From an optimization exercise on the open Yosys and OpenROAD flow, aimed at small area, a short achievable clock period and few clock cycles; shortcuts taken in it are not production practice. Only simulation tests tie the RTL to the original design; equivalence was not proved.

## lane 1
// flush_dot4
module flush_dot4 (
    input  wire        clk,
    input  wire        rst,
    input  wire        in_valid,
    output wire        in_ready,
    input  wire        in_clear,
    input  wire        in_read,
    input  wire [7:0]  in_level,
    input  wire [3:0]  in_fmt_a,
    input  wire [3:0]  in_fmt_b,
    input  wire [3:0]  in_en,
    input  wire [31:0] in_a,
    input  wire [31:0] in_b,
    output reg         out_valid,
    output wire [95:0] out_acc,
    output wire [1:0]  out_tag,
    output wire        out_inexact
);
Settings: LEC_CHECK=0, ABC_AREA=1, ABC_CLOCK_PERIOD_IN_PS=7000, CAP_MARGIN=20, CELL_PAD_IN_SITES_DETAIL_PLACEMENT=2, CELL_PAD_IN_SITES_GLOBAL_PLACEMENT=4, CORE_MARGIN=2, CORE_UTILIZATION=30, PLACE_DENSITY=0.45, SLEW_MARGIN=20; clock period 30.0 ns.
standard.sh (not shown) runs the stock make flow with config.mk's settings and CLKGATE_MAP_FILE= SYNTH_SCRIPT=/design/flow/synth_recipe.tcl, a recipe that flattens the netlist after the stock synthesis.
==> flow/flow/run.sh <==
#!/bin/bash
# The standard layout (standard.sh: ORFS synthesis through finish), with
# two changes: repair_timing aims for 22.9 ns of setup slack, and buffer_ports gives each input and output port a
# sky130_fd_sc_hd__buf_1 instead of the cell it picks by default.
# The full output of the ORFS run goes to standard.log here; ORFS keeps each
# step's own log under orfs/logs/.
set -euo pipefail
bash standard.sh "BUFFER_PORTS_ARGS=-buffer_cell sky130_fd_sc_hd__buf_1" SETUP_SLACK_MARGIN=22.9 finish > standard.log 2>&1
Testbench counts of lane 1, summed over its fixed seeds: cycles 12,032.
[inputs] lane 2 vs lane 1
- an added CTS_CLUSTER_DIAMETER of 70
- an added CTS_CLUSTER_SIZE of 30
==> flow/flow/run.sh <==
#!/bin/bash
# The standard layout (standard.sh: ORFS synthesis through finish), with
# two changes: repair_timing aims for 22.8 ns of setup slack, and buffer_ports gives each input and output port a
# sky130_fd_sc_hd__buf_1 instead of the cell it picks by default.
# The full output of the ORFS run goes to standard.log here; ORFS keeps each
# step's own log under orfs/logs/.
set -euo pipefail
bash standard.sh "BUFFER_PORTS_ARGS=-buffer_cell sky130_fd_sc_hd__buf_1" SETUP_SLACK_MARGIN=22.8 finish > standard.log 2>&1
==> comparison <==
Lane 2 and lane 1 ended up with roughly the same global router's overall resource usage. As of lane 2, highest clock frequency the design can meet had fallen slightly compared to lane 1. Looking at lane 2 and lane 1, the via-per-instance ratio is a wash. Lane 1 and lane 2 ended up with roughly the same fraction of standard cell area that is sequential. Taking lane 1 as the reference, in lane 2 delay of the slowest cell on the worst path flat; final wirelength fell by 0.70%. Final cell count across lane 2 and lane 1: no real change.
## Diff of input files: lane 3 against lane 2
- clearing CTS_CLUSTER_DIAMETER, which used to be 70
- clearing CTS_CLUSTER_SIZE, which used to be 30
The global-route wire length before repair on lane 3 is in line with that on lane 2.
Compared with lane 2, in lane 3 minimum setup slack in the final design now sits higher, sequential share of layout area now sits at about the same level, total number of multi-input combinational cells now sits at about the same level.
Looking at the reports, lane 3 completed the entire flow and the layout it produced met the timing, DRC and antenna checks.
## Diff of input files: lane 4 against lane 3
- CTS_BUF_LIST: unset -> sky130_fd_sc_hd__clkbuf_8
==> flow/flow/run.sh <==
#!/bin/bash
# The standard layout (standard.sh: ORFS synthesis through finish), with
# two changes: repair_timing aims for 22.8 ns of setup slack, and buffer_ports gives each input and output port a
# sky130_fd_sc_hd__buf_4 instead of the cell it picks by default.
# The full output of the ORFS run goes to standard.log here; ORFS keeps each
# step's own log under orfs/logs/.
set -euo pipefail
bash standard.sh "BUFFER_PORTS_ARGS=-buffer_cell sky130_fd_sc_hd__buf_4" SETUP_SLACK_MARGIN=22.8 finish > standard.log 2>&1
### Flow results
Changes observed in lane 4 relative to lane 3: fraction of final layout cells sized beyond drive strength 1 increased 2.9 points; final cell count increased 67. Run comparison: lane 3 timing startpoint of the critical path acc[17]; lane 4 timing startpoint of the critical path acc[80]. Cell total after placement delta (lane 3 -> lane 4): insignificant. When lane 4 is set beside lane 3, its level count of the clock H-tree turns out to be 1 larger. Compared with lane 3, lane 4 shows a lower worst setup slack.
Here is what was changed in the inputs of lane 5 compared with lane 4.
- CTS_BUF_LIST: sky130_fd_sc_hd__clkbuf_8 -> unset
## What came out
- Sort lane 4 and lane 5 by via count of the first global-routing pass desc -> top: lane 4
- Sum of met3 wire segment lengths after detailed routing essentially unchanged between lane 5 and lane 4.
- Summary of the comparison: insertion delay to the later sink of the worst-skew pair is lower in lane 5, relative to lane 4.
- Lane 5 — final critical-path required period 0.11 ns lower, lane 4 as reference
- In lane 5 relative to lane 4, number of violations reported at the end of detailed-routing iteration 0 had gone up by a few percent.
- Lane 5 did not stop at any stage, and its layout met the timing, DRC and antenna checks.
- Non-clock buffer count went down by a few percent going from lane 4 to lane 5.

==> separate check: timing with driven ports <==
The results above use ideal ports. As a check the final layouts listed here were re-extracted and re-timed, cells and wires unchanged.
Step 1 assumes that a clkbuf_16 drives the clock port and a buf_2 every other input.
Step 2 also shifts input and output timing later by t, the mid clock arrival at the registers, as if the neighbouring blocks saw the same clock.
a / b / c = ideal ports / drivers / drivers and shift; a / b = the first two.
| run | t (ns) | setup slack, ns | hold slack, ns | latest minus earliest clock arrival (ns) | pins driven straight from the clock port |
|---|---|---|---|---|---|
| lane 1 | 0.738 | 22.857 / 22.770 / 23.066 | 0.327 / 0.327 / 0.327 | 0.053 / 0.054 | 1 |
| lane 2 | 0.746 | 22.830 / 22.749 / 23.045 | 0.339 / 0.339 / 0.339 | 0.081 / 0.081 | 1 |
| lane 3 | 0.736 | 22.859 / 22.772 / 23.068 | 0.327 / 0.327 / 0.327 | 0.050 / 0.049 | 1 |
| lane 4 | 0.842 | 22.726 / 22.646 / 23.025 | 0.324 / 0.324 / 0.324 | 0.080 / 0.081 | 1 |
| lane 5 | 0.738 | 22.832 / 22.745 / 23.054 | 0.327 / 0.327 / 0.327 | 0.057 / 0.058 | 1 |
After both steps every run listed still meets setup and hold.
